Background: an optimization exercise with open tools, aiming at small area, a short achievable clock period and few clock cycles per item. Do not read the settings as production practice.
RTL that was checked went through simulation tests only; none was proved equivalent to the original.
The RTL of runs 2 to 6 was laid out without a check of its function.
Power and IR drop assume default switching activity.

## flow/design.v (module list and top-level ports; edited modules follow where they fit)
// module bfe_rho: 905 lines
module bfe_rho (
    input  wire               clk,
    input  wire               rst,
    input  wire               in_valid,
    output wire               in_ready,
    input  wire               in_last,
    input  wire               in_elided,
    input  wire signed [15:0] in_w_i,
    input  wire signed [15:0] in_w_q,
    output wire               out_valid,
    input  wire               out_ready,
    output wire        [14:0] out_rho,
    output wire               out_null
);
  // ...
==> flow/flow/run.sh <==
#!/bin/bash
# Layout flow: the standard ORFS flow (standard.sh), with
#  - the standard synthesis, unchanged (standard.sh synth);
#  - flow/fa_polarity.py on its netlist: full adders are used on complemented
#    signals where that saves inverters (same cells otherwise, same registers);
#  - ports buffered with buf_2 rather than the default delay buffer;
#  - timing repair aimed at SETUP_SLACK_MARGIN ns of slack at the 12 ns clock;
#  - the further ORFS settings listed in flow/extra.txt, one VAR=value a line.
# Each step's output goes to a log file of its own here.
set -euo pipefail
MARGIN=$(cat flow/margin.txt)
ARGS=("SETUP_SLACK_MARGIN=$MARGIN" "BUFFER_PORTS_ARGS=-buffer_cell sky130_fd_sc_hd__buf_2")
while IFS= read -r line; do
  if [[ -n "$line" ]]; then ARGS+=("$line"); fi
done < flow/extra.txt
RES=orfs/results/sky130hd/bfe_rho/base
bash standard.sh "${ARGS[@]}" synth > flow_synth.log 2>&1
cp $RES/1_2_yosys.v $RES/1_2_yosys.standard.v
python3 flow/fa_polarity.py $RES/1_2_yosys.standard.v $RES/1_2_yosys.v > fa_polarity.log 2>&1
rm -f $RES/1_synth.odb $RES/1_synth.sdc
bash standard.sh "${ARGS[@]}" finish > flow_finish.log 2>&1
==> flow/flow/extra.txt <==
CTS_CLUSTER_SIZE=30
CTS_CLUSTER_DIAMETER=60
==> flow/flow/fa_polarity.py <==
#!/usr/bin/env python3
"""Take inverters out of a mapped netlist by flipping full adders.

A full adder is self-dual: FA(~a, ~b, ~c) = (~sum, ~cout). Yosys's adder
extraction leaves many inverters between the sky130 full adders of a
carry-save tree. This pass chooses, for each fa cell, whether to use it on
complemented signals, so that as few signals as possible need an inverter,
and rewrites the netlist: same cells (less inverters, plus at most one new
inverter per signal), same registers, same ports, same function.

Only inverters between internal nets (named _NNNN_) are taken apart; every
other net keeps its name, polarity and driver.
usage: fa_polarity.py IN.v OUT.v
"""
import re
import sys
from collections import defaultdict

INV = "sky130_fd_sc_hd__inv_1"
FA_TYPES = ("sky130_fd_sc_hd__fa_1", "sky130_fd_sc_hd__fa_2", "sky130_fd_sc_hd__fa_4")
HA_TYPES = ("sky130_fd_sc_hd__ha_1",)
OUT_PINS = {"X", "Y", "SUM", "COUT", "Q", "Q_N", "HI", "LO"}

src = open(sys.argv[1]).read()
m = re.search(r"\n(\s*sky130_fd_sc_hd__\w+ )", src)
head_end = m.start() + 1
end = src.rindex("endmodule")
head, body = src[:head_end], src[head_end:end]

cell_re = re.compile(r"\s*(sky130_fd_sc_hd__\w+)\s+(\S+)\s*\((.*?)\);\n", re.S)
pin_re = re.compile(r"\.(\w+)\(\s*(.*?)\s*\)\s*(?:,|$)", re.S)
cells = []
pos = 0
while pos < len(body):
    mm = cell_re.match(body, pos)
    if not mm:
        raise SystemExit("unparsed netlist text: " + body[pos:pos + 200])
    pins = [(p, n.strip()) for p, n in pin_re.findall(mm.group(3))]
    cells.append({"type": mm.group(1), "name": mm.group(2), "pins": pins})
    pos = mm.end()

internal = re.compile(r"^_\d+_$")
INV_TYPES = {"sky130_fd_sc_hd__inv_1", "sky130_fd_sc_hd__inv_2", "sky130_fd_sc_hd__inv_4",
             "sky130_fd_sc_hd__clkinv_1", "sky130_fd_sc_hd__clkinv_2"}

# union nets joined by removable inverters into signals with a polarity
parent, par = {}, {}


def find(n):
    if n not in parent:
        parent[n], par[n] = n, 0
        return n, 0
    p, q = n, 0
    while parent[p] != p:
        q ^= par[p]
        p = parent[p]
    return p, q


removable = set()
for i, c in enumerate(cells):
    if c["type"] in INV_TYPES:
        d = dict(c["pins"])
        a, y = d["A"], d["Y"]
        if internal.match(a) and internal.match(y):
            ra, pa = find(a)
            ry, py = find(y)
            if ra == ry:
                continue
            parent[ry] = ra
            par[ry] = pa ^ py ^ 1
            removable.add(i)


def sig(n):
    return find(n)


flip = {}
fa_idx = [i for i, c in enumerate(cells) if c["type"] in FA_TYPES]
fa_ok = set()
for i in fa_idx:
    d = dict(cells[i]["pins"])
    if internal.match(d["SUM"]) and internal.match(d["COUT"]):
        fa_ok.add(i)
for i in fa_idx:
    flip[i] = 0
# a half adder on two complemented inputs is an xor2 (same sum) and a nor2
# (same carry), of the same area: it may take its inputs either way
ha_idx = [i for i, c in enumerate(cells) if c["type"] in HA_TYPES]
for i in ha_idx:
    flip[i] = 0

# driven polarity and consumer polarity counts per signal
drv = {}
need = defaultdict(lambda: [0, 0])
for i, c in enumerate(cells):
    if i in removable:
        continue
    for p, n in c["pins"]:
        if not n or n.startswith("1'"):
            continue
        s, q = sig(n)
        if p in OUT_PINS:
            drv[s] = [q, i]
        else:
            need[s][q] += 1
# ports: outputs are consumers of their net, inputs drive theirs
port_nets = {"input": [], "output": []}
for mm in re.finditer(r"^\s*(input|output)\s+(\[\d+:\d+\]\s+)?(\S+);", head, re.M):
    kind, rng, name = mm.group(1), mm.group(2), mm.group(3)
    if rng:
        hi, lo = map(int, re.findall(r"\d+", rng))
        names = [f"{name}[{k}]" for k in range(min(hi, lo), max(hi, lo) + 1)]
    else:
        names = [name]
    port_nets[kind].extend(names)
used = set(n for c in cells for p, n in c["pins"])
for kind, names in port_nets.items():
    for x in names:
        if x not in used and x.strip() in used:
            x = x.strip()
        if x not in used:
            continue
        s, q = sig(x)
        if kind == "output":
            need[s][q] += 1
        else:
            drv[s] = [q, -1]
            


def cost(s):
    if s not in drv:
        return 0
    return 1 if need[s][drv[s][0] ^ 1] > 0 else 0


def fa_sigs(i):
    d = dict(cells[i]["pins"])
    if cells[i]["type"] in HA_TYPES:
        return [sig(d[p]) for p in ("A", "B")], []
    ins = [sig(d[p]) for p in ("A", "B", "CIN")]
    outs = [sig(d[p])[0] for p in ("SUM", "COUT")]
    return ins, outs


def toggle(i):
    ins, outs = fa_sigs(i)
    for s, q in ins:
        f = flip[i]
        need[s][q ^ f] -= 1
        need[s][q ^ f ^ 1] += 1
    for s in outs:
        drv[s][0] ^= 1
    flip[i] ^= 1


before = sum(cost(s) for s in drv)
import math
import random
rng = random.Random(1)
cand = [i for i in fa_idx if i in fa_ok] + ha_idx
cur = before
best, best_flip = cur, dict(flip)
passes = 0
if cand:
    steps = 400 * len(cand)
    for k in range(steps):
        temp = 1.5 * (1 - k / steps) + 0.01
        i = cand[rng.randrange(len(cand))]
        ins, outs = fa_sigs(i)
        touched = set(s for s, q in ins) | set(outs)
        c0 = sum(cost(s) for s in touched)
        toggle(i)
        c1 = sum(cost(s) for s in touched)
        d = c1 - c0
        if d <= 0 or rng.random() < math.exp(-d / temp):
            cur += d
            if cur < best:
                best, best_flip = cur, dict(flip)
        else:
            toggle(i)
    for i in cand:
        if flip[i] != best_flip[i]:
            toggle(i)
    passes = steps
after = sum(cost(s) for s in drv)
n_removed = len(removable)

# rebuild: each signal is carried by its driver's net; one inverter makes the complement
net_of = {}
for s, (q, i) in drv.items():
    if i < 0:
        net_of[s] = s
        continue
    c = cells[i]
    for p, n in c["pins"]:
        if p in OUT_PINS and sig(n)[0] == s:
            net_of[s] = n
            break
new_wires, new_cells = [], []
comp_net = {}


def net_for(s, q):
    if s not in drv:
        raise SystemExit("signal without driver: %r" % (s,))
    if drv[s][0] == q:
        return net_of[s]
    if s not in comp_net:
        base = net_of[s].strip("\\ ").replace("[", "_").replace("]", "_")
        nn = f"_fp_{base}_n"
        comp_net[s] = nn
        new_wires.append(nn)
        new_cells.append((INV, f"_fp_inv_{len(new_cells)}", [("A", net_of[s]), ("Y", nn)]))
    return comp_net[s]


out = []
for i, c in enumerate(cells):
    if i in removable:
        continue
    f = flip.get(i, 0)
    pins = []
    for p, n in c["pins"]:
        if not n or n.startswith("1'"):
            pins.append((p, n))
            continue
        s, q = sig(n)
        if p in OUT_PINS:
            pins.append((p, net_of[s] if drv[s][1] == i else n))
        else:
            pins.append((p, net_for(s, q ^ f if c["type"] in FA_TYPES + HA_TYPES else q)))
    if c["type"] in HA_TYPES and f:
        d = dict(pins)
        out.append(("sky130_fd_sc_hd__xor2_1", c["name"] + "_x", [("A", d["A"]), ("B", d["B"]), ("X", d["SUM"])]))
        out.append(("sky130_fd_sc_hd__nor2_1", c["name"] + "_n", [("A", d["A"]), ("B", d["B"]), ("Y", d["COUT"])]))
        continue
    out.append((c["type"], c["name"], pins))
# output ports whose net lost its driver (never, as port nets are not internal)
for t, nme, pins in new_cells:
    out.append((t, nme, pins))

lines = [head]
for w in new_wires:
    lines.append(f"  wire {w};\n")
for t, nme, pins in out:
    lines.append(f"  {t} {nme} (\n" + ",\n".join(f"    .{p}({n}{' ' if n.startswith(chr(92)) else ''})" for p, n in pins) + "\n  );\n")
lines.append(src[end:])
open(sys.argv[2], "w").write("".join(lines))
print(f"fa_polarity: {len(fa_idx)} full adders, {sum(flip.values())} flipped, "
      f"{n_removed} inverters taken out, {len(new_cells)} put in "
      f"(cost {before} -> {after}), {passes} passes", file=sys.stderr)
==> flow/flow/margin.txt <==
8.4
==> flow/standard.sh <==
#!/bin/bash
# synth_recipe.tcl (not shown) runs the flow's synth.tcl, then flattens the netlist and writes it again
# the make line also repeats each setting of config.mk as NAME=value (left out here)
make -C /OpenROAD-flow-scripts/flow DESIGN_CONFIG=/design/flow/config.mk WORK_HOME=/design/flow/orfs CLKGATE_MAP_FILE= SYNTH_SCRIPT=/design/flow/synth_recipe.tcl "${@:-finish}"
==> flow/config.mk <==
export PLATFORM = sky130hd
export DESIGN_NAME = bfe_rho
export DESIGN_NICKNAME = bfe_rho
export VERILOG_FILES = /design/flow/design.v
export SDC_FILE = /design/flow/constraint.sdc
export NUM_CORES = 4
export LEC_CHECK = 0
export CAP_MARGIN = 20
export CORE_MARGIN = 2
export CORE_UTILIZATION = 40
export SLEW_MARGIN = 20
==> flow/constraint.sdc <==
create_clock -name core_clock -period 12.0 [get_ports {clk}]
set_input_delay 2.4000 -clock core_clock [delete_from_list [all_inputs] [get_ports {clk}]]
set_output_delay 2.4000 -clock core_clock [all_outputs]
set_load 0.01 [all_outputs]
==> run notes, run 1 <==
Met2 WL: 29200 um
Wire length on met3: 2280 um
Placed cell area: 25300 um2
Area grow syn2layout: 13.7%
Critical path, cell by cell: and2_4 > fa_1 > inv_2 > fa_1 > fa_2 > inv_2 > fa_2 > fa_2 > fa_1
Proportion of layout cells with a drive suffix above 1: 12.6%
Fin crit period: 3600 ps
Fin util: 45.9%
Non-clock inverter count: 196
Footprint of the multi-input gates: 16700 um2
Clock tree buffer depth: 3
Crit path to: rb[19]$_DFF_P_
Global Route met1 Usage: 24.0%
Die height: 250 um
Post-synth net total: 3038
Post-CTS Setup Bufs: 49
PnR Total Power: 5.84 mW
Total GRT Usage: 19.0%
RSZ-0062 raised after global routing: true
Worst Setup Start Kind: flip-flop
Worst Clk Skew: 28.1 ps
Hold path startpoint: ie$_DFF_P_
Site Rows: 90
Yosys warns: 1
Synthesized cell area: 24300 um2
Fin area: 27600 um2
Status: no timing/DRC/antenna violations
Avg WL per Cell: 17.1 um
# resized after CTS: 81
# setup viols final: 0
Top sig layer: met4
Worst skew pair latency: 560 ps
Final critical-path share of the clock period: 30.0%
Main power group: combinational cells
Testbench counts, summed over its fixed seeds: cycles 24,472, sets 480.
==> run 2: changes to the inputs <==
--- a/flow/design.v
+++ b/flow/design.v
@@ -779,64 +779,47 @@
     reg [31:0] ra, rb;
     always @(posedge clk) begin
         ra <= tree_a;
         rb <= tree_b;
         ml <= il;
         me <= ie;
         mv <= iv & ~rst;
     end
-    reg [18:0] a_lo, a_hi, r_lo, r_hi;
-    reg        a_cy, r_cy;
+    reg [37:0] e_all, e_rem;           
     reg        any_el, pend;           
     reg        rst_d;                  
-    reg        ld;                     
+    wire       ld;                     
     wire       pend_n;                 
-    wire        keep = ~me;
-    wire [37:0] a0 = ld ? 38'd0 : {a_hi, a_lo};
     wire [37:0] a1 = {6'd0, ra};
     wire [37:0] a2 = {6'h3f, rb};
-    wire [37:0] a_s = a0 ^ a1 ^ a2;
-    wire [37:0] a_c = (a0 & a1) | (a0 & a2) | (a1 & a2);
-    wire [37:0] r0 = ld ? 38'd0 : {r_hi, r_lo};
-    wire [37:0] r1 = keep ? {6'd0, ra} : 38'd0;
-    wire [37:0] r2 = keep ? {6'h3f, rb} : 38'd0;
-    wire [37:0] r_s = r0 ^ r1 ^ r2;
-    wire [37:0] r_c = (r0 & r1) | (r0 & r2) | (r1 & r2);
-    wire [19:0] a_lo_n = {1'b0, a_s[18:0]} + {1'b0, a_c[17:0], 1'b0};
-    wire [19:0] a_hi_c = {a_s[37:19], 1'b1} + {a_c[36:18], a_cy & ~ld};
-    wire [18:0] a_hi_n = a_hi_c[19:1];
-    wire [19:0] r_lo_n = {1'b0, r_s[18:0]} + {1'b0, r_c[17:0], 1'b0};
-    wire [19:0] r_hi_c = {r_s[37:19], 1'b1} + {r_c[36:18], r_cy & ~ld};
-    wire [18:0] r_hi_n = r_hi_c[19:1];
-    wire [37:0] e_all = {a_hi + {18'd0, a_cy}, a_lo};
-    wire [37:0] e_rem = {r_hi + {18'd0, r_cy}, r_lo};
+    wire [37:0] a_s = e_all ^ a1 ^ a2;
+    wire [37:0] a_c = (e_all & a1) | (e_all & a2) | (a1 & a2);
+    wire [37:0] r_s = e_rem ^ a1 ^ a2;
+    wire [37:0] r_c = (e_rem & a1) | (e_rem & a2) | (a1 & a2);
+    wire [37:0] a_sum = a_s + {a_c[36:0], 1'b0};
+    wire [37:0] r_add = r_s + {r_c[36:0], 1'b0};
+    wire [37:0] r_sum = me ? e_rem : r_add;
+    wire        el_n  = any_el | mv & me;
+    wire        last  = pend | mv & ml;
     always @(posedge clk) begin
         rst_d <= rst;
-        if (rst | rst_d) begin
-            a_lo <= 19'd0;
-            a_hi <= 19'd0;
-            a_cy <= 1'b0;
-            r_lo <= 19'd0;
-            r_hi <= 19'd0;
-            r_cy <= 1'b0;
+        if (rst | rst_d | ld) begin
+            e_all <= 38'd0;
+            e_rem <= 38'd0;
         end else begin
-            a_lo <= a_lo_n[18:0];
-            a_hi <= a_hi_n;
-            a_cy <= a_lo_n[19];
-            r_lo <= r_lo_n[18:0];
-            r_hi <= r_hi_n;
-            r_cy <= r_lo_n[19];
+            e_all <= a_sum;
+            e_rem <= r_sum;
         end
-        if (rst) begin
+        if (rst | ld) begin
             any_el <= 1'b0;
             pend   <= 1'b0;
         end else begin
-            any_el <= ~ld & any_el | mv & me;
-            pend   <= pend_n;
+            any_el <= el_n;
+            pend   <= last;
         end
     end
     reg        busy, ovalid, onull, eael;
     reg [5:0]  cnt;
     reg [37:0] rem, dvs;               
     reg [3:0]  nb;                     
     reg [1:0]  qb;                     
     reg [15:0] sr;                     
@@ -851,21 +834,21 @@
     wire        dz       = (dvs == 38'd0);
     wire        special  = ~eael | dz | qb[1] | qb[0];
     wire [14:0] spec_rho = ~eael ? 15'd16384 : dz ? 15'd0 : 15'h7fff;
     wire [14:0] root_inc = root + 15'd1;
     wire        s_first  = (cnt == 6'd2);
     wire        s_last   = (cnt == 6'd34);
     wire        s_step   = ~cnt[0] & (cnt != 6'd2);
     always @(posedge clk) begin
-        rem <= ld ? {4'd0, e_all[37:4]} : dr;
-        nb  <= ld ? e_all[3:0] : {nb[2:0], 1'b0};
+        rem <= ld ? {4'd0, a_sum[37:4]} : dr;
+        nb  <= ld ? a_sum[3:0] : {nb[2:0], 1'b0};
         qb  <= {qb[0], dg};
-        if (ld) dvs  <= e_rem;
-        if (ld) eael <= any_el;
+        if (ld) dvs  <= r_sum;
+        if (ld) eael <= el_n;
         if (s_first)
             sr <= 16'd0;
         else if (s_step)
             sr <= sg ? st[15:0] : ss[15:0];
         if (busy) begin
             if (s_first) begin
                 root  <= special ? spec_rho : 15'd0;
                 onull <= eael & dz;
@@ -874,26 +857,25 @@
             end else if (s_step)
                 root <= {root[13:0], sg};
         end
         cnt <= ld ? 6'd0 : cnt + 6'd1;
     end
     wire fin = busy & (s_first & special | s_last);
     wire       busy_n   = ld | busy & ~fin;
     wire       ovalid_n = fin | ovalid & ~out_ready;
-    assign     pend_n   = pend & ~ld | mv & ml;
+    assign     ld       = last & ~busy & ~ovalid;
+    assign     pend_n   = last & ~ld;
     always @(posedge clk) begin
         if (rst) begin
             busy   <= 1'b0;
             ovalid <= 1'b0;
-            ld     <= 1'b0;
         end else begin
             busy   <= busy_n;
             ovalid <= ovalid_n;
-            ld     <= pend_n & ~busy_n & ~ovalid_n;
         end
     end
     wire       lI_n     = take & in_last;
     wire       lM_n     = iv & il;
     wire       lA_n     = pend_n;
     wire       none     = ~lI_n & ~lM_n & ~lA_n;
     wire       one      = lI_n ^ lM_n ^ lA_n;
     always @(posedge clk)
==> run 2 against run 1 <==
Die area fell by 0.60%. Cell area up 0.69%. Clock-buffer cell count unchanged. Fmax fell by 0.13%. Final cell count is 0.17% higher.
==> run notes, run 2 <==
Clock tree buffer depth: 3 (unchanged)
Final net count: 3119 (was 3114)
CTS Root Cell: clkbuf_16 (unchanged)
Vias per inst: 5.47 (was 5.20)
Crit path max-delay cell type: fa_2 (was fa_1)
Maximum level of the CTS H-tree: 2 (unchanged)
Most frequent cells in the layout: nand2_1 (238), inv_1 (213), fa_1 (210), dfxtp_1 (191), and2_1 (184) (was fa_1 (221), dfxtp_1 (217), nand2_1 (216), nor2_1 (202), inv_1 (190))
Sw frac: 47.2% (was 42.3%)
Worst slew pin tran: 969 ps (was 980 ps)
CP endpoint kind: flip-flop (unchanged)
Net Sw Power: 3.43 mW (was 2.47 mW)
MaxCap Viol Count: 0 (unchanged)
Via Count: 19.0k (was 18.0k)
Critical path, cell by cell: and2_1 > fa_2 > inv_1 > fa_1 > fa_2 > fa_2 > fa_2 > fa_2 (was and2_4 > fa_1 > inv_2 > fa_1 > fa_2 > inv_2 > fa_2 > fa_2 > fa_1)
PortBufs: 55 (unchanged)
FF/Latch Area: 6740 um2 (was 6780 um2)
CP arrival: 4080 ps (was 4030 ps)
Final critical-path share of the clock period: 30.0% (about the same)
Total GRT Usage: 20.3% (was 19.0%)
Clk slew on worst S/H paths: 70 ps (was 80 ps)
Achievable Freq: 278 MHz (about the same)
HP Class: reg2reg (unchanged)
Most common cell after layout, fill and taps aside: nand2_1 (was fa_1)
Site Rows: 90 (unchanged)
Hold Buf Count CTS: 0 (unchanged)
Setup TNS: 0 ps (unchanged)
DRT Wirelength: 64600 um (was 59200 um)
Antenna violations before repair: 0 (unchanged)
Power Internal: 3.84 mW (was 3.37 mW)
Cell repeated most along the worst path: fa_2
WS Path Type: reg2reg (unchanged)
Max IR drop VDD: 123 uV (was 142 uV)
Slew Limit Fails: 0 (unchanged)
Worst slew margin: 35.4% (was 34.5%)
FILL cells: 5575 (was 5676)
Grt ovf: 0 (unchanged)
Die height: 250 um (about the same)
Die X: 250 um (about the same)
Area grow syn2layout: 15.2% (was 13.7%)
Combinational Power Share: 62.7% (was 53.3%)
Footprint of the multi-input gates: 16900 um2 (was 16700 um2)
Flop pwr share: 22.2% (was 27.2%)
Post-synthesis area per instance: 9.33 um2 (was 9.39 um2)
Status: no timing/DRC/antenna violations (unchanged)
RSZ-0062 raised after global routing: true (unchanged)
Crit path required time: 12480 ps (was 12430 ps)
DRT antenna net count: 0 (unchanged)
Fin. Hold Viols: 0 (unchanged)
Synthesized cell area: 24100 um2 (was 24300 um2)
Delay-heaviest family, CP: adder cells (unchanged)
# clock sinks: 303 (was 306)
Clock network power share: 15.1% (was 19.5%)
Die area: 62300 um2 (was 62700 um2)
Post-synth net total: 3035 (was 3038)
Yosys warns: 1 (unchanged)
Worst skew pair latency: 560 ps (about the same)
Proportion of layout cells with a drive suffix above 1: 15.6% (was 12.6%)
Largest net degree at the start of global routing: 88 (was 79)
Initial DRT Pass Iterations: 5 (unchanged)
Worst Path Buf+Inv: 1 (was 2)
Fin util: 46.3% (was 45.9%)
Detailed placement HPWL: 47500 um (was 43100 um)
Largest stage delay, worst path: 560 ps (was 550 ps)
# setup viols final: 0 (unchanged)
CTS Buf Count: 35 (was 34)
DR DRC count: 0 (unchanged)
First-pass GRT wire length: 103000 um (was 97700 um)
Ports: 56 (unchanged)
Placer Congestion: 0.924 (was 0.847)
Cell count after synthesis: 2585 (was 2587)
Worst Setup Start Kind: flip-flop (unchanged)
ANT cells: 0 (unchanged)
CTS tree: done (unchanged)
DRT iter0 DRCs: 1495 (was 707)
PnR Total Power: 7.27 mW (was 5.84 mW)
Vias in the first global route: 19.2k (was 19.1k)
Starting Density: 40.2% (was 40.4%)
Core Footprint: 60000 um2 (was 60100 um2)
Static leakage: 12.4 nW (was 12.6 nW)
Critical path fanouts, max: 6 (unchanged)
Fin crit period: 3600 ps (about the same)
Avg WL per Cell: 18.6 um (was 17.1 um)
Worst Clk Skew: 27.6 ps (was 28.1 ps)
Power Density: 262 nW/um2 (was 212 nW/um2)
[run 2: changes by cell type in the layout (fill, tap and decap cells not counted), moves of 23 or more]
cell | before | now
nor2_1 | 202 | 134
nand3_1 | 45 | 94
and2_1 | 155 | 184
nor2b_1 | 130 | 22
o21ai_0 | 77 | 109
dfxtp_1 | 217 | 191
dfxtp_2 | 11 | 35
o211ai_1 | 13 | 42
xor2_1 | 81 | 51
inv_1 | 190 | 213
[run 2: cell type report]
| type | count | share of cell area, % |
|---|---|---|
| multi-input cells | 1955 | 60.8 |
| repair buffers | 155 | 4.12 |
| clock buffers | 38 | 3.30 |
| repair inverters | 1 | 0.0180 |
| inverters | 218 | 2.96 |
| flip-flops and latches | 303 | 24.3 |
| clock inverters | 25 | 1.04 |
| well taps | 782 | 3.52 |
[run 2: per-stage QoR]
step / cell area (um2) / hold WS [ps] / std cells / setup WS [ps]
2_1_floorplan: 24200 / 310 / 2585 / 8380
3_3_place_gp: 25100 / 317 / 3327 / 7970
3_5_place_dp: 25100 / 321 / 3327 / 7960
5_1_grt: 27800 / 342 / 3477 / 8320
6_report: 27800 / 333 / 3477 / 8400
4_1_cts: 26900 / 335 / 3423 / 8370
[run 2: worst paths after layout]
| kind | startpoint | endpoint | slack [ps] | cells past startpoint |
|---|---|---|---|---|
| min | ie$_DFF_P_ | me$_DFF_P_ | 330 | 0 |
| max | wi[4]$_SDFF_PN0_ | rb[21]$_DFF_P_ | 8400 | 8 |
| min reg2reg | ie$_DFF_P_ | me$_DFF_P_ | 330 | 0 |
| max reg2reg | wi[4]$_SDFF_PN0_ | rb[21]$_DFF_P_ | 8400 | 8 |
[run 2: power groups by stage]
stage	Clock (mW)	Sequential (mW)	Combinational, mW
2_1_floorplan	0	1.53	3.14
3_3_place_gp	0	1.64	3.98
3_5_place_dp	0	1.64	4.06
4_1_cts	1.13	1.61	4.25
5_1_grt	1.17	1.65	5.02
6_report	1.10	1.62	4.56
[run 2: metal layers]
layer  vias to the layer above  track usage [%]  share of wire [%]
met1                      9356             28.1                 46
met3                       106             2.35                4.9
met2                       532             33.3                 46
met4                         0             6.23                2.7
met5                         -                0                  0
li1                       9013                -                  -
[run 2: repair_timing]
action,CTS,global route
setup endpoints to repair,102,105
gates resized for setup,96,128
pin swaps,16,70
setup buffers,31,52
cloned,2,2
[run 2: worst register-to-register path, stage by stage (launching register included)]
cell,delay [ps]
dfxtp_4,370
and2_1,180
fa_2,510
inv_1,50
fa_1,480
fa_2,400
fa_2,560
fa_2,460
fa_2,540
==> run 3: changes to the inputs <==
==> flow/flow/extra.txt (replaced) <==
CTS_CLUSTER_SIZE=30
CTS_CLUSTER_DIAMETER=60
CTS_BUF_LIST=sky130_fd_sc_hd__clkbuf_8
==> run 3 against run 2 <==
Sequential power about the same. Synthesized area unchanged. Non-clock buffer count increased by 3. Via count decreased by 0.11%. Worst setup slack got worse by 51 ps. Cell area decreased by 1.3%. Sequential share of layout area increased by 0.32 points. Critical path depth decreased by 7. Clock skew increased by 20 ps. Final cell count increased by 0.12%. Fmax decreased by 1.4%. Critical path type is now reg2out.
==> run notes, run 3 <==
Hold-critical path endpoint: me$_DFF_P_ (unchanged)
Clk slew on worst S/H paths: 100 ps (was 70 ps)
Final net count: 3122 (was 3119)
PortBufs: 55 (unchanged)
R2R Path Start: wi[13]$_SDFF_PN0_ (was wi[4]$_SDFF_PN0_)
Post-synth net total: 3035 (unchanged)
DRT antenna net count: 0 (unchanged)
Maximum level of the CTS H-tree: 2 (unchanged)
Static leakage: 12.3 nW (was 12.4 nW)
DR DRC count: 0 (unchanged)
Die height: 250 um (unchanged)
Total GRT Usage: 20.3% (about the same)
Combinational Power Share: 65.5% (was 62.7%)
Worst Clk Skew: 47.4 ps (was 27.6 ps)
Worst Setup Start Kind: flip-flop (unchanged)
Cell count after synthesis: 2585 (unchanged)
Largest net degree at the start of global routing: 88 (unchanged)
Hold path startpoint: ie$_DFF_P_ (unchanged)
DRT iter0 DRCs: 1601 (was 1495)
DRT Wirelength: 64500 um (was 64600 um)
Power Internal: 3.58 mW (was 3.84 mW)
Most frequent cells in the layout: nand2_1 (237), inv_1 (213), fa_1 (208), dfxtp_1 (192), and2_1 (183) (was nand2_1 (238), inv_1 (213), fa_1 (210), dfxtp_1 (191), and2_1 (184))
Post-synthesis area per instance: 9.33 um2 (unchanged)
RSZ-0062 raised after global routing: true (unchanged)
Dpl ws: 7960 ps (unchanged)
Avg WL per Cell: 18.5 um (was 18.6 um)
Max IR drop VDD: 123 uV (about the same)
Worst slew pin tran: 977 ps (was 969 ps)
Clock network power share: 11.5% (was 15.1%)
Net Sw Power: 3.40 mW (was 3.43 mW)
Power Density: 254 nW/um2 (was 262 nW/um2)
Synthesized cell area: 24100 um2 (unchanged)
# setup viols final: 0 (unchanged)
PnR worst setup slack: 8350 ps (was 8400 ps)
Worst Path Buf+Inv: 1 (unchanged)
Via Count: 19.0k (about the same)
Reg2reg setup slack: 8420 ps (was 8400 ps)
CP arrival: 1250 ps (was 4080 ps)
HP Class: reg2reg (unchanged)
Die X: 250 um (unchanged)
Worst skew pair latency: 630 ps (was 560 ps)
Most common cell after layout, fill and taps aside: nand2_1 (unchanged)
Fin util: 45.7% (was 46.3%)
Crit path max-delay cell type: edfxtp_1 (was fa_2)
Status: no timing/DRC/antenna violations (unchanged)
Clock tree buffer depth: 3 (unchanged)
Fin crit period: 3650 ps (was 3600 ps)
Setup TNS: 0 ps (unchanged)
Yosys warns: 1 (unchanged)
Core Footprint: 60000 um2 (unchanged)
R2R cell count: 8 (unchanged)
Critical path fanouts, max: 2 (was 6)
# clock sinks: 303 (unchanged)
Flop pwr share: 23.1% (was 22.2%)
Die area: 62300 um2 (unchanged)
Slew Limit Fails: 0 (unchanged)
Vias in the first global route: 19.2k (about the same)
CTS tree: done (unchanged)
Antenna violations before repair: 1 (was 0)
Detailed placement HPWL: 47500 um (unchanged)
DP Cell Count: 3327 (unchanged)
Fin. Hold Viols: 0 (unchanged)
First-pass GRT wire length: 102000 um (was 103000 um)
Placer Congestion: 0.924 (unchanged)
Hold Buf Count CTS: 0 (unchanged)
Final critical-path share of the clock period: 30.5% (was 30.0%)
Worst slew margin: 34.8% (was 35.4%)
Crit path required time: 9600 ps (was 12480 ps)
Hold path depth: 0 (unchanged)
WS Path Type: reg2out (was reg2reg)
FF-to-FF End: rb[21]$_DFF_P_ (unchanged)
Final std cells w/o fill: 3481 (was 3477)
Starting Density: 40.2% (unchanged)
MaxCap Viol Count: 0 (unchanged)
Vias per inst: 5.45 (was 5.47)
Grt ovf: 0 (unchanged)
CTS Root Cell: clkbuf_8 (was clkbuf_16)
Initial DRT Pass Iterations: 5 (unchanged)
Proportion of layout cells with a drive suffix above 1: 15.7% (was 15.6%)
CP endpoint kind: primary output (was flip-flop)
Delay-heaviest family, CP: flip-flops (was adder cells)
Ports: 56 (unchanged)
Achievable Freq: 274 MHz (was 278 MHz)
Largest stage delay, worst path: 470 ps (was 560 ps)
Area grow syn2layout: 13.8% (was 15.2%)
Critical path, cell by cell: buf_6 (was and2_1 > fa_2 > inv_1 > fa_1 > fa_2 > fa_2 > fa_2 > fa_2)
Sw frac: 48.8% (was 47.2%)
CTS Buf Count: 35 (unchanged)
Site Rows: 90 (unchanged)
[run 3: what timing repair did]
item | in CTS | in global routing
pin swaps | 21 | 67
endpoints found under the setup margin | 106 | 117
cloned | 1 | 3
gates resized for setup | 112 | 125
buffers inserted | 37 | 49
[run 3: how the worst max path moves through the flow]
stage / start / endpoint / cells after the start
global route: e_rem[0]$_SDFF_PP0_ / dvs[37]$_DFFE_PP_ / 14
finish: root[12]$_DFFE_PP_ / out_rho[12] / 1
CTS: root[14]$_DFFE_PP_ / out_rho[14] / 1
detailed placement: wi[0]$_SDFF_PN0_ / rb[18]$_DFF_P_ / 7
global placement: ra[3]$_DFF_P_ / rem[33]$_DFF_P_ / 11
floorplan: wi[14]$_SDFF_PN0_ / rb[21]$_DFF_P_ / 10
[run 3: routing by layer]
metal,wire [um],GRT usage (%),share of wire [%],vias up
met4,1900,6.04,2.9,0
met3,3090,2.60,4.8,120
met5,0,0,0,-
li1,-,-,-,9000
met1,29900,28.0,46,9321
met2,29600,33.1,46,545
[run 3: stage by stage]
stage          cell area, um2  power (mW)  hold slack, ps
6_report                27500        6.98             337
5_1_grt                 27500        7.53             348
3_5_place_dp            25100        5.70             321
4_1_cts                 26500        6.68             340
2_1_floorplan           24200        4.67             310
3_3_place_gp            25100        5.62             317
[run 3: final cells by class]
cell class                 instances  area (um2)
fill                            5636       32600
inverter                         218         822
multi-input combinational       1955       16900
clock buffer                      37         509
tap                              782         978
sequential                       303        6750
clock inverter                    26         283
timing repair buffer             158        1180
antenna                            1        2.50
timing repair inverter             1        5.00
[run 3: power groups by stage]
stage	Sequential, mW	Combinational, mW	Clock (mW)
finish	1.61	4.57	0.799
global placement	1.64	3.98	0
CTS	1.61	4.24	0.830
detailed placement	1.64	4.06	0
floorplan	1.53	3.14	0
global route	1.65	5.02	0.866
==> run 4: changes to the inputs <==
==> flow/flow/margin.txt (replaced) <==
8.3
==> run 4 against run 3 <==
Final cell count fell by 0.89%. Sequential share of layout area rose by 0.46 points. Via count fell by 1.6%. Sequential power barely moved. Critical path depth rose by 8. Clock power rose by 1%. Worst setup slack got worse by 9.1 ps. Critical path type is now reg2reg. Largest cell class unchanged.
==> run notes, run 4 <==
Most common cell after layout, fill and taps aside: nand2_1 (unchanged)
Fin. Hold Viols: 0 (unchanged)
Worst Clk Skew: 62.7 ps (was 47.4 ps)
Grt ovf: 0 (unchanged)
Critical path fanouts, max: 6 (was 2)
Yosys warns: 1 (unchanged)
WS Path Type: reg2reg (was reg2out)
Dpl ws: 7920 ps (was 7960 ps)
Final critical-path share of the clock period: 30.5% (about the same)
DRT Wirelength: 62800 um (was 64500 um)
Maximum level of the CTS H-tree: 2 (unchanged)
Crit path required time: 12450 ps (was 9600 ps)
Achievable Freq: 273 MHz (was 274 MHz)
PnR worst setup slack: 8340 ps (was 8350 ps)
Power Density: 252 nW/um2 (was 254 nW/um2)
First-pass GRT wire length: 101000 um (was 102000 um)
Critical path, cell by cell: buf_6 > nand2_1 > fa_1 > fa_2 > fa_2 > inv_1 > fa_2 > fa_2 > fa_1 (was buf_6)
PortBufs: 55 (unchanged)
Status: no timing/DRC/antenna violations (unchanged)
Final net count: 3091 (was 3122)
Proportion of layout cells with a drive suffix above 1: 12.8% (was 15.7%)
FILL cells: 5680 (was 5636)
Clk slew on worst S/H paths: 100 ps (about the same)
Area grow syn2layout: 11.4% (was 13.8%)
CTS Buf Count: 34 (was 35)
Most frequent cells in the layout: nand2_1 (240), fa_1 (227), inv_1 (216), dfxtp_1 (199), and2_1 (182) (was nand2_1 (237), inv_1 (213), fa_1 (208), dfxtp_1 (192), and2_1 (183))
Largest stage delay, worst path: 540 ps (was 470 ps)
Delay-heaviest family, CP: adder cells (was flip-flops)
Via Count: 18.7k (was 19.0k)
Core Footprint: 60000 um2 (unchanged)
Cell count after synthesis: 2585 (unchanged)
Avg WL per Cell: 18.2 um (was 18.5 um)
Starting Density: 40.2% (unchanged)
# clock sinks: 303 (unchanged)
Fin crit period: 3660 ps (was 3650 ps)
Initial DRT Pass Iterations: 7 (was 5)
Clock tree buffer depth: 3 (unchanged)
Fin area: 26900 um2 (was 27500 um2)
DRT iter0 DRCs: 1212 (was 1601)
Slew Limit Fails: 0 (unchanged)
Worst slew margin: 35.4% (was 34.8%)
Vias per inst: 5.42 (was 5.45)
Largest net degree at the start of global routing: 88 (unchanged)
Ports: 56 (unchanged)
Vias in the first global route: 18.8k (was 19.2k)
Synthesized cell area: 24100 um2 (unchanged)
Die area: 62300 um2 (unchanged)
Cell repeated most along the worst path: fa_2
Total GRT Usage: 19.9% (was 20.3%)
Worst Setup Start Kind: flip-flop (unchanged)
Die X: 250 um (unchanged)
WHS: 332 ps (was 337 ps)
Post-synth net total: 3035 (unchanged)
Max IR drop VDD: 132 uV (was 123 uV)
RSZ-0062 raised after global routing: true (unchanged)
Static leakage: 12.1 nW (was 12.3 nW)
DRT antenna net count: 0 (unchanged)
Hold Buf Count CTS: 0 (unchanged)
MaxCap Viol Count: 0 (unchanged)
Antenna violations before repair: 1 (unchanged)
HP Class: reg2reg (unchanged)
Placed cell area: 25100 um2 (about the same)
DR DRC count: 0 (unchanged)
Fin util: 44.8% (was 45.7%)
# setup viols final: 0 (unchanged)
CTS tree: done (unchanged)
Post-synthesis area per instance: 9.33 um2 (unchanged)
CTS Root Cell: clkbuf_8 (unchanged)
Crit path max-delay cell type: fa_2 (was edfxtp_1)
Worst skew pair latency: 620 ps (was 630 ps)
CP endpoint kind: flip-flop (was primary output)
Setup TNS: 0 ps (unchanged)
Detailed placement HPWL: 46700 um (was 47500 um)
Placer Congestion: 0.915 (was 0.924)
Worst Path Buf+Inv: 2 (was 1)
CP arrival: 4110 ps (was 1250 ps)
Worst slew pin tran: 967 ps (was 977 ps)
Site Rows: 90 (unchanged)
Die height: 250 um (unchanged)
==> run 4: final timing paths <==
kind,start,to,slack [ps],depth (start not counted)
setup / recovery,wi[13]$_SDFF_PN0_,rb[19]$_DFF_P_,8340,9
hold / removal,ie$_DFF_P_,me$_DFF_P_,330,0
setup reg to reg,wi[13]$_SDFF_PN0_,rb[19]$_DFF_P_,8340,9
hold reg to reg,ie$_DFF_P_,me$_DFF_P_,330,0
==> run 4: stage by stage <==
step           cells  power (mW)
2_1_floorplan   2585        4.67
3_3_place_gp    3326        5.57
3_5_place_dp    3326        5.65
4_1_cts         3423        6.58
5_1_grt         3450        7.35
6_report        3450        6.77
==> run 4: metal layers <==
| metal | routed length [um] | vias to the layer above | track usage (%) | share of wire, % |
|---|---|---|---|---|
| li1 | - | 8942 | - | - |
| met1 | 30100 | 9153 | 28.5 | 48 |
| met2 | 28300 | 504 | 32.1 | 45 |
| met3 | 2960 | 92 | 2.29 | 4.7 |
| met4 | 1440 | 0 | 5.11 | 2.3 |
| met5 | 0 | - | 0 | 0 |
==> run 4: timing repair <==
action / in CTS / in global routing
buffers inserted: 34 / 24
pin swaps: 9 / 30
resized for setup: 81 / 93
setup endpoints to repair: 96 / 91
gates cloned: 1 / 2
endpoints found under the hold margin: 0 / 0
==> run 4: power by group <==
group / switching [mW] / leakage [nW] / total (mW) / internal, mW
clock network: 0.477 / 0.397 / 0.810 / 0.334
logic: 2.56 / 9.14 / 4.35 / 1.79
registers: 0.257 / 2.58 / 1.61 / 1.36
total: 3.29 / 12.1 / 6.77 / 3.48
==> run 4: cell type report <==
cell class                      instances  area [um2]  share of cell area [%]
Clock inverter                         28         320                    1.19
Sequential cell                       303        6730                    25.0
Timing Repair Buffer                  128         912                    3.39
Inverter                              218         822                    3.06
Antenna cell                            1        2.50                 0.00931
Tap cell                              782         978                    3.64
Clock buffer                           34         468                    1.74
Timing Repair inverter                  1        5.00                  0.0186
Multi-Input combinational cell       1955       16600                    61.9
==> run 5: changes to the inputs <==
==> flow/flow/margin.txt (replaced) <==
8.5
==> run 5 against run 4 <==
Register-to-register slack better by 40 ps. Core utilization up 1.8 points. Via count up 1.6%. Critical endpoint is now out_rho[12]. Largest cell class unchanged. Largest power group unchanged.
==> run notes, run 5 <==
# setup viols final: 0 (unchanged)
Most frequent cells in the layout: nand2_1 (237), inv_1 (211), fa_1 (195), dfxtp_1 (187), and2_1 (177) (was nand2_1 (240), fa_1 (227), inv_1 (216), dfxtp_1 (199), and2_1 (182))
FF/Latch Area: 6760 um2 (was 6730 um2)
Slew Limit Fails: 0 (unchanged)
First-pass GRT wire length: 104000 um (was 101000 um)
Most common cell after layout, fill and taps aside: nand2_1 (unchanged)
Area grow syn2layout: 15.8% (was 11.4%)
Die X: 250 um (unchanged)
DRT iter0 DRCs: 1307 (was 1212)
Static leakage: 12.4 nW (was 12.1 nW)
Detailed placement HPWL: 47000 um (was 46700 um)
Die area: 62300 um2 (unchanged)
Largest stage delay, worst path: 500 ps (was 540 ps)
Die height: 250 um (unchanged)
Yosys warns: 1 (unchanged)
Worst slew pin tran: 1090 ps (was 967 ps)
Clock tree buffer depth: 3 (unchanged)
Final critical-path share of the clock period: 30.8% (was 30.5%)
Largest net degree at the start of global routing: 88 (unchanged)
DRT antenna net count: 0 (unchanged)
Post-synthesis area per instance: 9.33 um2 (unchanged)
Worst skew pair latency: 640 ps (was 620 ps)
Footprint of the multi-input gates: 17200 um2 (was 16600 um2)
WS Path Type: reg2out (was reg2reg)
Worst slew margin: 27.3% (was 35.4%)
CTS Buf Count: 35 (was 34)
Post-synth net total: 3035 (unchanged)
CP arrival: 1300 ps (was 4110 ps)
DP Cell Count: 3324 (was 3326)
Fin crit period: 3700 ps (was 3660 ps)
DRT Wirelength: 64800 um (was 62800 um)
RSZ-0062 raised after global routing: true (unchanged)
Power Density: 257 nW/um2 (was 252 nW/um2)
Number of cells on the critical path: 1 (was 9)
HP Class: reg2reg (unchanged)
Vias per inst: 5.43 (was 5.42)
PortBufs: 55 (unchanged)
Critical path, cell by cell: buf_6 (was buf_6 > nand2_1 > fa_1 > fa_2 > fa_2 > inv_1 > fa_2 > fa_2 > fa_1)
DR DRC count: 0 (unchanged)
# clock sinks: 303 (unchanged)
Worst Path Buf+Inv: 1 (was 2)
Vias in the first global route: 19.4k (was 18.8k)
Setup TNS: 0 ps (unchanged)
Hold Buf Count CTS: 0 (unchanged)
Crit path max-delay cell type: edfxtp_1 (was fa_2)
CTS Root Cell: clkbuf_8 (unchanged)
R2R cell count: 8 (was 9)
Worst Clk Skew: 76.7 ps (was 62.7 ps)
Ports: 56 (unchanged)
Avg WL per Cell: 18.5 um (was 18.2 um)
Synthesized cell area: 24100 um2 (unchanged)
CTS tree: done (unchanged)
Cell count after synthesis: 2585 (unchanged)
Proportion of layout cells with a drive suffix above 1: 18.2% (was 12.8%)
Final std cells w/o fill: 3497 (was 3450)
Critical path fanouts, max: 4 (was 6)
Total GRT Usage: 20.7% (was 19.9%)
Antenna violations before repair: 1 (unchanged)
Starting Density: 40.2% (unchanged)
Delay-heaviest family, CP: flip-flops (was adder cells)
FILL cells: 5595 (was 5680)
Worst Setup Start Kind: flip-flop (unchanged)
Fin. Hold Viols: 0 (unchanged)
Hold path depth: 0 (unchanged)
Achievable Freq: 271 MHz (was 273 MHz)
Site Rows: 90 (unchanged)
Via Count: 19.0k (was 18.7k)
Core Footprint: 60000 um2 (unchanged)
Status: no timing/DRC/antenna violations (unchanged)
MaxCap Viol Count: 0 (unchanged)
CP endpoint kind: primary output (was flip-flop)
Final net count: 3137 (was 3091)
Maximum level of the CTS H-tree: 2 (unchanged)
Crit path required time: 9600 ps (was 12450 ps)
Clk slew on worst S/H paths: 100 ps (about the same)
Placer Congestion: 0.895 (was 0.915)
Initial DRT Pass Iterations: 5 (was 7)
Max IR drop VDD: 138 uV (was 132 uV)
Grt ovf: 0 (unchanged)
run 5: where the power goes:
part | total [mW] | internal (mW) | leakage (nW) | switching (mW)
Combinational | 4.71 | 2.01 | 9.39 | 2.70
Clock | 0.857 | 0.388 | 0.419 | 0.469
Sequential | 1.61 | 1.36 | 2.58 | 0.254
Total | 7.18 | 3.75 | 12.4 | 3.43
run 5: final cells by class:
| class | instances | area share [%] |
|---|---|---|
| multi-input cells | 1955 | 61.5 |
| flip-flops and latches | 303 | 24.2 |
| repair inverters | 1 | 0.0179 |
| well taps | 782 | 3.50 |
| inverters | 218 | 2.94 |
| clock inverters | 27 | 1.19 |
| clock buffers | 37 | 1.82 |
| diodes | 1 | 0.00896 |
| repair buffers | 173 | 4.78 |
run 5: stage by stage:
step	instance area [um2]	power [mW]	hold WS [ps]	worst slack (ps)	utilization, %
2_1_floorplan	24400	4.68	310	8460	-
3_3_place_gp	25200	5.60	316	7870	41.9
3_5_place_dp	25200	5.68	312	7860	41.9
4_1_cts	27200	6.86	335	8230	45.3
5_1_grt	27900	7.78	338	8260	46.5
6_report	27900	7.18	324	8300	46.5
run 5: what timing repair did:
action / CTS / global route
pin swaps: 81 / 86
endpoints found under the setup margin: 129 / 125
buffers inserted: 69 / 36
gates cloned: 3 / 0
resized for setup: 168 / 104
run 5: path summary, 6_finish.rpt:
kind / from / end / slack (ps)
setup reg to reg: wi[15]$_SDFF_PN0_ / rb[21]$_DFF_P_ / 8380
hold / removal: ie$_DFF_P_ / me$_DFF_P_ / 320
setup / recovery: root[12]$_DFFE_PP_ / out_rho[12] / 8300
hold reg to reg: ie$_DFF_P_ / me$_DFF_P_ / 320
run 5: layer usage:
| layer | global-route usage, % | vias up | part of all wire, % |
|---|---|---|---|
| li1 | - | 9035 | - |
| met1 | 28.5 | 9413 | 47 |
| met2 | 34.4 | 462 | 47 |
| met3 | 2.64 | 89 | 4.6 |
| met4 | 5.65 | 0 | 2.1 |
| met5 | 0 | - | 0 |
==> run 6: changes to the inputs <==
==> flow/flow/extra.txt (replaced) <==
CTS_CLUSTER_SIZE=30
CTS_CLUSTER_DIAMETER=60
GPL_TIMING_DRIVEN=1
==> flow/flow/margin.txt (replaced) <==
8.4
==> run 6 against run 5 <==
Flip-flop and latch count is the same. Cell area shrank 0.47%. Clock skew shrank 49 ps. Critical endpoint is now rb[21]$_DFF_P_. Highest routed layer unchanged.
==> run notes, run 6 <==
Status: no timing/DRC/antenna violations (unchanged)
Initial DRT Pass Iterations: 5 (unchanged)
Power Density: 262 nW/um2 (was 257 nW/um2)
Achievable Freq: 278 MHz (was 271 MHz)
Cell count after synthesis: 2585 (unchanged)
Most frequent cells in the layout: nand2_1 (238), inv_1 (213), fa_1 (210), dfxtp_1 (191), and2_1 (184) (was nand2_1 (237), inv_1 (211), fa_1 (195), dfxtp_1 (187), and2_1 (177))
Worst skew pair latency: 560 ps (was 640 ps)
Antenna violations before repair: 0 (was 1)
Synthesized cell area: 24100 um2 (unchanged)
DRT iter0 DRCs: 1495 (was 1307)
Maximum level of the CTS H-tree: 2 (unchanged)
MaxCap Viol Count: 0 (unchanged)
DRT antenna net count: 0 (unchanged)
Worst slew margin: 35.4% (was 27.3%)
Post-synthesis area per instance: 9.33 um2 (unchanged)
Reg2reg setup slack: 8400 ps (was 8380 ps)
R2R Path Start: wi[4]$_SDFF_PN0_ (was wi[15]$_SDFF_PN0_)
CP startpoint: wi[4]$_SDFF_PN0_ (was root[12]$_DFFE_PP_)
Static leakage: 12.4 nW (about the same)
Fin area: 27800 um2 (was 27900 um2)
# setup viols final: 0 (unchanged)
FF-to-FF End: rb[21]$_DFF_P_ (unchanged)
PnR worst setup slack: 8400 ps (was 8300 ps)
Vias in the first global route: 19.2k (was 19.4k)
Starting Density: 40.2% (unchanged)
Crit path required time: 12480 ps (was 9600 ps)
DR DRC count: 0 (unchanged)
Ports: 56 (unchanged)
# clock sinks: 303 (unchanged)
Area grow syn2layout: 15.2% (was 15.8%)
Die X: 250 um (unchanged)
Total GRT Usage: 20.3% (was 20.7%)
Avg WL per Cell: 18.6 um (was 18.5 um)
RSZ-0062 raised after global routing: true (unchanged)
CTS Root Cell: clkbuf_16 (was clkbuf_8)
Placed cell area: 25100 um2 (was 25200 um2)
DRT Wirelength: 64600 um (was 64800 um)
Fin crit period: 3600 ps (was 3700 ps)
Post-synth net total: 3035 (unchanged)
Placer Congestion: 0.924 (was 0.895)
First-pass GRT wire length: 103000 um (was 104000 um)
Most common cell after layout, fill and taps aside: nand2_1 (unchanged)
PnR Total Power: 7.27 mW (was 7.18 mW)
Worst slew pin tran: 969 ps (was 1090 ps)
Max IR drop VDD: 123 uV (was 138 uV)
Hold path startpoint: ie$_DFF_P_ (unchanged)
Fin. Hold Viols: 0 (unchanged)
Via Count: 19.0k (about the same)
Crit path to: rb[21]$_DFF_P_ (was out_rho[12])
Site Rows: 90 (unchanged)
CTS tree: done (unchanged)
Clock tree buffer depth: 3 (unchanged)
Clk slew on worst S/H paths: 70 ps (was 100 ps)
Die area: 62300 um2 (unchanged)
Final critical-path share of the clock period: 30.0% (was 30.8%)
ANT cells: 0 (was 1)
Slew Limit Fails: 0 (unchanged)
Grt ovf: 0 (unchanged)
Detailed placement HPWL: 47500 um (was 47000 um)
Core Footprint: 60000 um2 (unchanged)
PortBufs: 55 (unchanged)
Hold Buf Count CTS: 0 (unchanged)
CTS Buf Count: 35 (unchanged)
Die height: 250 um (unchanged)
Vias per inst: 5.47 (was 5.43)
CP endpoint kind: flip-flop (was primary output)
WS Path Type: reg2reg (was reg2out)
Dpl ws: 7960 ps (was 7860 ps)
R2R cell count: 8 (unchanged)
HP Class: reg2reg (unchanged)
Largest net degree at the start of global routing: 88 (unchanged)
Worst Clk Skew: 27.6 ps (was 76.7 ps)
Proportion of layout cells with a drive suffix above 1: 15.6% (was 18.2%)
Yosys warns: 1 (unchanged)
Worst Setup Start Kind: flip-flop (unchanged)
CP arrival: 4080 ps (was 1300 ps)
Critical path fanouts, max: 6 (was 4)
Setup TNS: 0 ps (unchanged)
Final net count: 3119 (was 3137)
-- run 6: routing by layer --
layer | share of wire (%) | global-route usage [%] | wire length, um
met1 | 46 | 28.1 | 29900
met2 | 46 | 33.3 | 29700
met3 | 4.9 | 2.35 | 3160
met4 | 2.7 | 6.23 | 1760
met5 | 0 | 0 | 0
-- run 6: worst min-delay path by stage --
stage	to	slack, ps	cells past startpoint
floorplan	me$_DFF_P_	310	0
global placement	me$_DFF_P_	320	0
detailed placement	me$_DFF_P_	320	0
CTS	me$_DFF_P_	330	0
global route	me$_DFF_P_	340	0
finish	me$_DFF_P_	330	0
-- run 6: cell type report --
class	count	area [um2]
well taps	782	978
inverters	218	822
repair inverters	1	5.00
clock buffers	38	918
flip-flops and latches	303	6740
clock inverters	25	288
repair buffers	155	1150
multi-input cells	1955	16900
fillers	5575	32200
-- run 6: power by group --
group	switching, mW	internal, mW
registers	0.258	1.36
clock network	0.510	0.590
logic	2.66	1.90
-- run 6: per-stage QoR --
step                      hold slack (ps)  instances  util, %
final                                 333       3477     46.3
after global routing                  342       3477     46.3
after CTS                             335       3423     44.8
after detailed placement              321       3327     41.8
after global placement                317       3327     41.8
after floorplan                       310       2585        -
-- run 6: critical path: stages (launching register included) --
cell     delay [ps]
dfxtp_4         370
and2_1          180
fa_2            510
inv_1            50
fa_1            480
fa_2            400
fa_2            560
fa_2            460
fa_2            540
-- run 6: timing repair --
item                                    CTS  global route
gates cloned                              2             2
pin swaps                                16            70
buffers inserted                         31            52
gates resized for setup                  96           128
endpoints found under the setup margin  102           105

## separate check: timing with driven ports
The flow's constraints put no driver on any port. The routed layouts listed below were extracted and timed again, unchanged, in two steps.
Step 1: set_driving_cell puts a clkbuf_16 on clk and a buf_2 on each other input, an assumption about the parent block.
Step 2 adds t to the input delays and takes it off the output delays; t is the mean of the earliest and latest rising clock arrival at the registers after step 1. Input paths then give back, and output paths get back, about the clock's delay inside the block.
a / b / c = ideal / step 1 / step 2; a / b = the first two.
| run | t, ns | slack for setup (ns) | worst setup path after step 2 | slew at the worst register clock pin (ns) | worst data-port slew with drivers (ns) |
|---|---|---|---|---|---|
| run 1 | 0.611 | 8.401 / 8.353 / 8.012 | input to register | 0.09 / 0.09 | 0.04 |
| run 2 | 0.599 | 8.396 / 8.359 / 8.029 | input to register | 0.08 / 0.08 | 0.05 |
| run 3 | 0.659 | 8.346 / 8.291 / 8.068 | input to register | 0.11 / 0.11 | 0.04 |
| run 4 | 0.649 | 8.337 / 8.297 / 7.994 | input to register | 0.11 / 0.11 | 0.05 |
| run 5 | 0.657 | 8.305 / 8.248 / 8.046 | input to register | 0.11 / 0.11 | 0.07 |
| run 6 | 0.599 | 8.396 / 8.359 / 8.029 | input to register | 0.08 / 0.08 | 0.05 |
After both steps every run listed still meets setup and hold. The setup slack of run 1, which loses most, moves by -0.048 ns with the drivers and by -0.389 ns with both steps.
